Background: an optimization exercise with open tools, aiming at small area. Do not read the settings as production practice.
In this exercise RTL edits were held to simulation tests only and were not proved equivalent to the original.

[flow/run.sh]
#!/bin/bash
# synth_recipe.tcl (not shown) runs the flow's synth.tcl, then flattens the netlist and writes it again
# the make line also repeats each setting of config.mk as NAME=value (left out here)
make -C /OpenROAD-flow-scripts/flow DESIGN_CONFIG=/design/flow/config.mk WORK_HOME=/design/flow/orfs CLKGATE_MAP_FILE= SYNTH_SCRIPT=/design/flow/synth_recipe.tcl finish
[flow/config.mk]
export PLATFORM = sky130hd
export DESIGN_NAME = mi_decim
export DESIGN_NICKNAME = mi_decim
export VERILOG_FILES = /design/flow/design.v
export SDC_FILE = /design/flow/constraint.sdc
export NUM_CORES = 4
export LEC_CHECK = 0
export ABC_CLOCK_PERIOD_IN_PS = 15000
export CAP_MARGIN = 20
export CORE_MARGIN = 2
export CORE_UTILIZATION = 40
export SLEW_MARGIN = 20
[flow/constraint.sdc]
create_clock -name core_clock -period 40.0 [get_ports {clk}]
set_input_delay 8.0000 -clock core_clock [delete_from_list [all_inputs] [get_ports {clk}]]
set_output_delay 8.0000 -clock core_clock [all_outputs]
set_load 0.01 [all_outputs]
[flow/design.v]
module mi_preset (
    input  wire        clk,
    input  wire [1:0]  c,         
    input  wire [8:0]  k,         
    input  wire [8:0]  n,         
    input  wire [10:0] n3,        
    output wire [23:0] code       
);
    reg  [9:0]  r_q;
    reg  [17:0] q_q;
    wire        s  = ~k[8] & ~k[7];           
    wire [11:0] e  = {1'b0, n3} - {1'b0, k, 2'b00} - {11'd0, s};
    wire        neg = e[11];
    wire [9:0]  r0 = {k, 1'b0} - {9'd0, neg};
    wire [23:0] dv = {{12{neg}}, e};
    reg  [5:0]  d;
    always @(*) begin
        case (c)
            2'd0: d = dv[23:18];
            2'd1: d = dv[17:12];
            2'd2: d = dv[11:6];
            default: d = dv[5:0];
        endcase
    end
    wire [9:0]  r [0:6];
    wire [5:0]  q;
    assign r[0] = (c == 2'd0) ? r0 : r_q;
    genvar i;
    generate
        for (i = 0; i < 6; i = i + 1) begin : step
            wire [10:0] t = {1'b0, r[i]} - {2'b0, n};
            assign q[5-i] = ~t[10];
            assign r[i+1] = {(q[5-i] ? t[8:0] : r[i][8:0]), d[5-i]};
        end
    endgenerate
    always @(posedge clk) begin
        r_q <= r[6];
        q_q <= {q_q[11:0], q};
    end
    assign code = {~q_q[17], q_q[16:0], q};
endmodule
module mi_decim (
    input  wire        clk,
    input  wire        rst,
    input  wire        en,
    input  wire        align,
    input  wire        invert,
    input  wire        mod_tick,
    input  wire        mod_dat,
    input  wire [4:0]  guard_count,
    input  wire        guard_hi_en,
    input  wire        guard_lo_en,
    input  wire [23:0] guard_hi,
    input  wire [23:0] guard_lo,
    input  wire        ovr_clr,
    output reg         swift_valid,
    output reg  [31:0] swift_word,
    output reg         control_valid,
    output reg  [31:0] control_word,
    output reg         quiet_valid,
    output reg  [31:0] quiet_word,
    output reg         record_valid,
    output reg  [31:0] record_word,
    output reg         stat_ovr,
    output reg         ovr_sticky,
    output reg         guard_hi_live,
    output reg         guard_lo_live
);
    reg          en_q;
    wire         restart = en & (align | ~en_q);
    wire         tick = en & ~restart & mod_tick;
    wire         b = mod_dat ^ invert;
    wire         off = rst | ~en;
    reg  [7:0]   p;           
    reg  [1:0]   blk;         
    reg  [8:0]   ones;        
    wire [8:0]   ones_n = ones + {8'd0, b};
    always @(posedge clk) begin
        if (rst | restart) begin
            p   <= 8'd0;
            blk <= 2'd0;
        end else if (tick) begin
            if (p == 8'd159) begin
                p <= 8'd0;
                if (blk != 2'd3) blk <= blk + 2'd1;
            end else begin
                p <= p + 8'd1;
            end
        end
        if (tick) ones <= ones_n;
    end
    reg  [5:0]   sw0, sw1, sw2;        
    reg  [6:0]   ct0, ct1, ct2;        
    reg  [8:0]   qt0, qt1, qt2;        
    reg  [5:0]   rc0, rc1;             
    wire         p40_5  = (p == 8'd5)  | (p == 8'd45) | (p == 8'd85) | (p == 8'd125);
    wire         p40_17 = (p == 8'd17) | (p == 8'd57) | (p == 8'd97) | (p == 8'd137);
    always @(posedge clk) begin
        if (tick && p[3:0] == 4'd1) begin
            sw2 <= sw1; sw1 <= sw0; sw0 <= ones_n[5:0];
        end
        if (tick && p40_5) begin
            ct2 <= ct1; ct1 <= ct0; ct0 <= ones_n[6:0];
        end
        if (tick && p == 8'd31) begin
            qt2 <= qt1; qt1 <= qt0; qt0 <= ones_n;
        end
        if (tick && p40_17) begin
            rc1 <= rc0; rc0 <= ones_n[5:0];
        end
    end
    reg          prev_dat;
    reg  [5:0]   run;         
    reg  [8:0]   since;       
    wire         same = (run != 6'd0) && (mod_dat == prev_dat);
    wire         stuck = same && (run == 6'd63);
    always @(posedge clk) begin
        if (rst) begin
            en_q       <= 1'b0;
            ovr_sticky <= 1'b0;
        end else begin
            en_q <= en;
            if (tick && stuck)
                ovr_sticky <= 1'b1;
            else if (ovr_clr)
                ovr_sticky <= 1'b0;
        end
        if (off | restart)
            stat_ovr <= 1'b0;
        else if (tick)
            stat_ovr <= stuck;
        if (rst | restart) begin
            run        <= 6'd0;
            since[8:6] <= 3'b111;
        end else if (tick) begin
            prev_dat <= mod_dat;
            if (!same)
                run <= 6'd1;
            else if (run != 6'd63)
                run <= run + 6'd1;
            if (stuck)
                since <= 9'd0;
            else if (since[8:6] != 3'b111)
                since <= since + 9'd1;
        end
    end
    reg          busy;
    reg  [3:0]   cnt;         
    always @(posedge clk) begin
        if (off) begin
            busy <= 1'b0;
        end else if (tick) begin
            busy <= 1'b1;
            cnt  <= 4'd0;
        end else if (busy) begin
            cnt <= cnt + 4'd1;
            if (cnt == 4'd15) busy <= 1'b0;
        end
    end
    wire [1:0]   slot = cnt[3:2];
    reg  [8:0]   snap;
    reg  [8:0]   kmask;
    reg  [8:0]   nsel;
    reg  [10:0]  n3sel;
    always @(*) begin
        case (slot)
            2'd0: begin snap = {3'd0, sw2}; kmask = 9'h03F; nsel = 9'd46;  n3sel = 11'd138;  end
            2'd1: begin snap = {2'd0, ct2}; kmask = 9'h07F; nsel = 9'd114; n3sel = 11'd342;  end
            2'd2: begin snap = {3'd0, rc1}; kmask = 9'h03F; nsel = 9'd62;  n3sel = 11'd186;  end
            default: begin snap = qt2;      kmask = 9'h1FF; nsel = 9'd448; n3sel = 11'd1344; end
        endcase
    end
    wire [8:0]   k = (ones - snap) & kmask;
    wire [23:0]  code;
    mi_preset u_scale (
        .clk(clk), .c(cnt[1:0]), .k(k), .n(nsel), .n3(n3sel), .code(code));
    wire         p40 = (p == 8'd0) | (p == 8'd40) | (p == 8'd80) | (p == 8'd120);
    wire         last = busy && (cnt[1:0] == 2'd3);
    wire         ld_swift   = last && slot == 2'd0 && p[3:0] == 4'd0;
    wire         ld_control = last && slot == 2'd1 && p40;
    wire         ld_record  = last && slot == 2'd2 && p40;
    wire         ld_quiet   = last && slot == 2'd3 && p == 8'd0;
    wire         blk0 = (blk == 2'd0);
    always @(posedge clk) begin
        swift_valid   <= ld_swift;
        control_valid <= ld_control;
        record_valid  <= ld_record;
        quiet_valid   <= ld_quiet;
        if (off) begin
            swift_word[31:24]   <= 8'h04;
            control_word[31:24] <= 8'h04;
            record_word[31:24]  <= 8'h04;
            quiet_word[31:24]   <= 8'h04;
        end else begin
            if (ld_swift)
                swift_word[31:24] <= {swift_word[31:27] + 5'd1, blk0 && p < 8'd46, 1'b0, since < 9'd46};
            if (ld_control)
                control_word[31:24] <= {control_word[31:27] + 5'd1, blk0 && p < 8'd114, 1'b0, since < 9'd114};
            if (ld_record)
                record_word[31:24] <= {record_word[31:27] + 5'd1, blk0 && p < 8'd62, 1'b0, since < 9'd62};
            if (ld_quiet)
                quiet_word[31:24] <= {quiet_word[31:27] + 5'd1, blk != 2'd3, 1'b0, since < 9'd448};
        end
        if (ld_swift)   swift_word[23:0]   <= code;
        if (ld_control) control_word[23:0] <= code;
        if (ld_record)  record_word[23:0]  <= code;
        if (ld_quiet)   quiet_word[23:0]   <= code;
    end
    wire signed [23:0] g_code = swift_word[23:0];
    wire [4:0]  g_n = (guard_count > 5'd16) ? 5'd16 : guard_count;
    reg  [4:0]  cnt_hi, cnt_lo;
    wire        g_settling = swift_word[26];
    wire        g_above = g_code > $signed(guard_hi);
    wire        g_below = g_code < $signed(guard_lo);
    wire [4:0]  cnt_hi_n = (guard_hi_en && g_above && cnt_hi != 5'd16) ? cnt_hi + 5'd1 :
                           (guard_hi_en && g_above) ? cnt_hi : 5'd0;
    wire [4:0]  cnt_lo_n = (guard_lo_en && g_below && cnt_lo != 5'd16) ? cnt_lo + 5'd1 :
                           (guard_lo_en && g_below) ? cnt_lo : 5'd0;
    always @(posedge clk) begin
        if (off) begin
            cnt_hi        <= 5'd0;
            cnt_lo        <= 5'd0;
            guard_hi_live <= 1'b0;
            guard_lo_live <= 1'b0;
        end else begin
            if (swift_valid) begin
                if (g_settling || g_n == 5'd0) begin
                    cnt_hi <= 5'd0;
                    cnt_lo <= 5'd0;
                end else begin
                    cnt_hi <= cnt_hi_n;
                    cnt_lo <= cnt_lo_n;
                    if (cnt_hi_n != 5'd0 && cnt_hi_n >= g_n)
                        guard_hi_live <= 1'b1;
                    if (cnt_lo_n != 5'd0 && cnt_lo_n >= g_n)
                        guard_lo_live <= 1'b1;
                end
                if (!g_settling && !g_above && !g_below) begin
                    guard_hi_live <= 1'b0;
                    guard_lo_live <= 1'b0;
                end
            end
        end
    end
endmodule
==> impl_metrics.tcl <==
set metrics [dict create \
    die_height_um 203 \
    async_flop_share_pct 0 \
    status "no timing/DRC/antenna violations" \
    hold_end "u_scale.q_q[14]" \
    finalMaxSlewViolations 0 \
    clkLatencyLatePin_ns 0.57 \
    crit_arrival_ns 22.98 \
    hold_path_class "reg -> reg" \
    ys.flop_type "edfxtp_1" \
    hold_viol 0 \
    drive_gt1_share_pct 6.95 \
    criticalPathCategory "reg -> reg" \
    synth.yosys.seq_area_share_pct 48.6 \
    synthDistinctLibCells 84 \
    cts_tree "built" \
    cp-end-kind "flip-flop" \
    synth_seq_cells 289 \
    grt_pass1_vias 11100 \
    grt_setup_unrepaired "no" \
    cts.root.buffer_cell "clkbuf_16" \
    cts_resized 0 \
    slew_headroom_pct 32.5 \
    fin_worst_skew_ns 0.0283 \
    grt_max_degree 34 \
    syn2layout_area_growth_pct 21.7 \
    hold_depth 0 \
    synth_top_area_cell "edfxtp_1" \
    cap_violations 0 \
    clk_pin_slew_ns 0.06 \
    antenna_found_initial 0 \
    finalSetupTns_ns 0 \
    r2r_cells 87 \
    die_w_um 203 \
    wl_mm 39.0 \
    clock_sinks 289 \
    cts-buffers-inserted 29 \
    synthTopCellsByArea "edfxtp_1, ha_1, dfxtp_1" \
    layout.nets 1875 \
    vias 11500 \
    max_freq_mhz 44.4 \
    port_buffers 194 \
    n_antenna_cell 0 \
    track_usage_pct 18.5 \
    period_share_pct 56.3 \
    final_antenna_net_count 0 \
    drc 0 \
    top_layer_used "met4" \
    start_util_pct 40.3 \
    io_pins 199 \
    regArea_mm2 0.00773 \
    avgSynthCellArea_um2 11.0 \
    n_fill_cell 3580 \
    cp_slowest_cell "a221oi_1" \
    fp.dieArea_mm2 0.0414 \
    yosysWarnings 2 \
    hpwl_mm 29.7 \
    hp-start "u_scale.q_q[8]" \
    grt_pass1_wl_mm 61.0 \
    reg2reg_slack_ns 17.46 \
    wl_per_cell_um 17.8 \
    finalSetupViolations 0 \
    synthCells 1444 \
    clk_path_buf_depth 3 \
    routed_via_density 5.23 \
    htreeDepth 1 \
    met3_length_mm 1.68 \
    r2r_start "cnt[2]" \
    finalCriticalPeriod_ns 22.54 \
    coreArea_mm2 0.0395 \
    path_max_fanout 18 \
    synth-edff-count 194 \
    crit_top_cell "a21o_1" \
    cpPeakStageDelay_ns 0.78 \
    m1WireLength_mm 17.5 \
    grt-ovfl-total 0 \
    synth_top_area_share_pct 36.6 \
    worst_pin_slew_ns 1.01 \
    fin_util_pct 49.1 \
    post_cts_buffers 0 \
    gp_congestion 0.912 \
    fp-row-count 73 \
    cp-start-kind "flip-flop" \
    multi_input_area_mm2 0.00753 \
    reg2reg_to "u_scale.r_q[8]" \
    drt_iter0_markers 679 \
    syn_area_mm2 0.0159 \
    hold_buffers 0 \
    crit_required_ns 40.44 \
    wl_met2_mm 18.4 \
    drt-pass1-iter-count 5 \
]
[per-layer routing]
layer  track usage, %  up-vias
li1                 -     5665
met1             23.8     5421
met2             32.3      314
met3             2.13       78
met4             6.18        0
met5                0        -
[cell families (layout without fill, tap and decap cells)]
kind of cell / after synthesis / count (layout) / share of synthesized area, %
compound gates: 284 / 284 / 12.7
xor+xnor: 96 / 96 / 5.28
flops: 289 / 289 / 48.6
other cells: 1 / 4 / 0.0236
simple gates: 393 / 393 / 12.4
fa+ha+maj: 166 / 166 / 13.4
buf+inv: 170 / 392 / 4.32
mux: 45 / 45 / 3.25
[cell usage after synthesis, types with 40 or more instances]
cell / instances
a21o_1: 50
a21oi_1: 64
dfxtp_1: 95
edfxtp_1: 194
ha_1: 159
inv_1: 125
nand2_1: 76
nand3_1: 40
nor2_1: 112
o21ai_0: 53
xnor2_1: 43
xor2_1: 53
[cell usage in the layout, fill, tap and decap left out, types with 8 or more instances in the layout]
cell | synthesis | final
a31oi_1 | 11 | 11
a21oi_1 | 64 | 64
clkdlybuf4s50_1 | 0 | 194
a21o_1 | 50 | 50
nor2_1 | 112 | 112
nand2b_1 | 24 | 24
o21ai_0 | 53 | 52
mux2_2 | 22 | 22
nor2b_1 | 27 | 27
dfxtp_1 | 95 | 95
clkbuf_1 | 27 | 8
nand3_1 | 40 | 40
clkbuf_16 | 0 | 29
and3_1 | 11 | 11
mux2i_1 | 18 | 18
buf_4 | 6 | 12
inv_1 | 125 | 125
and4_1 | 8 | 8
xor2_1 | 53 | 53
xnor2_1 | 43 | 43
edfxtp_1 | 194 | 194
nor3_1 | 21 | 20
nand2_1 | 76 | 76
ha_1 | 159 | 159
o21a_1 | 16 | 16
nand4_1 | 37 | 37
[cell type report]
class                           count  share of cell area (%)
Timing Repair Buffer              206                    10.5
Tap cell                          525                    3.39
Clock inverter                     14                   0.652
Sequential cell                   289                    39.9
Multi-Input combinational cell    988                    38.9
Inverter                          132                    2.57
Clock buffer                       40                    4.12
[per-stage QoR]
step                      worst slack [ns]  instance area (um2)  hold WS (ns)  std cells
after CTS                            17.56                19400         0.398       2194
after global placement               18.36                18400         0.381       2140
after detailed placement             17.68                18400         0.391       2140
after global routing                 15.30                19400         0.410       2194
after floorplan                      19.58                15900         0.365       1447
final                                17.46                19400         0.392       2194
[state kept, by name, summed over array words and instances (netlist names), 8 cells and up]
signal        count
qt1               9
control_word     31
record_word      31
p                 8
u_scale.r_q      10
since             9
qt0               9
qt2               9
u_scale.q_q      18
ones              9
swift_word       31
quiet_word       31
[worst max-delay path, delay by kind of cell (launching register included)]
kind                     cells  cell delay (ns)
AO/OA/AOI/OAI               46            12.12
adder cells (fa/ha/maj)     10             2.84
buffers and inverters        7             0.89
flip-flops                   1             0.50
multiplexers                 9             3.37
AND/OR/NAND/NOR             15             2.74
[worst max path at each step]
stage           start             end  slack [ns]
2_1_floorplan  cnt[2]  u_scale.r_q[6]       19.58
3_3_place_gp   cnt[2]  u_scale.r_q[8]       18.36
3_5_place_dp   cnt[2]  u_scale.r_q[8]       17.68
4_1_cts        cnt[2]  u_scale.r_q[8]       17.56
5_1_grt        cnt[2]  u_scale.r_q[8]       15.30
6_report       cnt[2]  u_scale.r_q[8]       17.46

-- separate check: timing with driven ports --
The flow's constraints put no driver on any port. The routed layout listed below was extracted and timed again, unchanged, in two steps. Step 1: set_driving_cell puts a clkbuf_16 on clk and a buf_2 on each other input, an assumption about the parent block. Step 2 moves the port delays by t, midway between the first and last clock arrival at a register: inputs arrive t later, outputs are due t later. That takes back most of the time a late clock gives input paths. Three values: ideal, step 1, step 2; two values: the first two.
shift t [ns]: 0.601
setup WS [ns]: 17.465 / 17.465 / 17.465
hold WS [ns]: 0.392 / 0.392 / 0.392
slew at the worst register clock pin (ns): 0.06 / 0.06
After both steps this run still meets setup and hold. For this run, drivers alone change the setup slack by 0.000 ns; drivers and shift together by 0.000 ns.
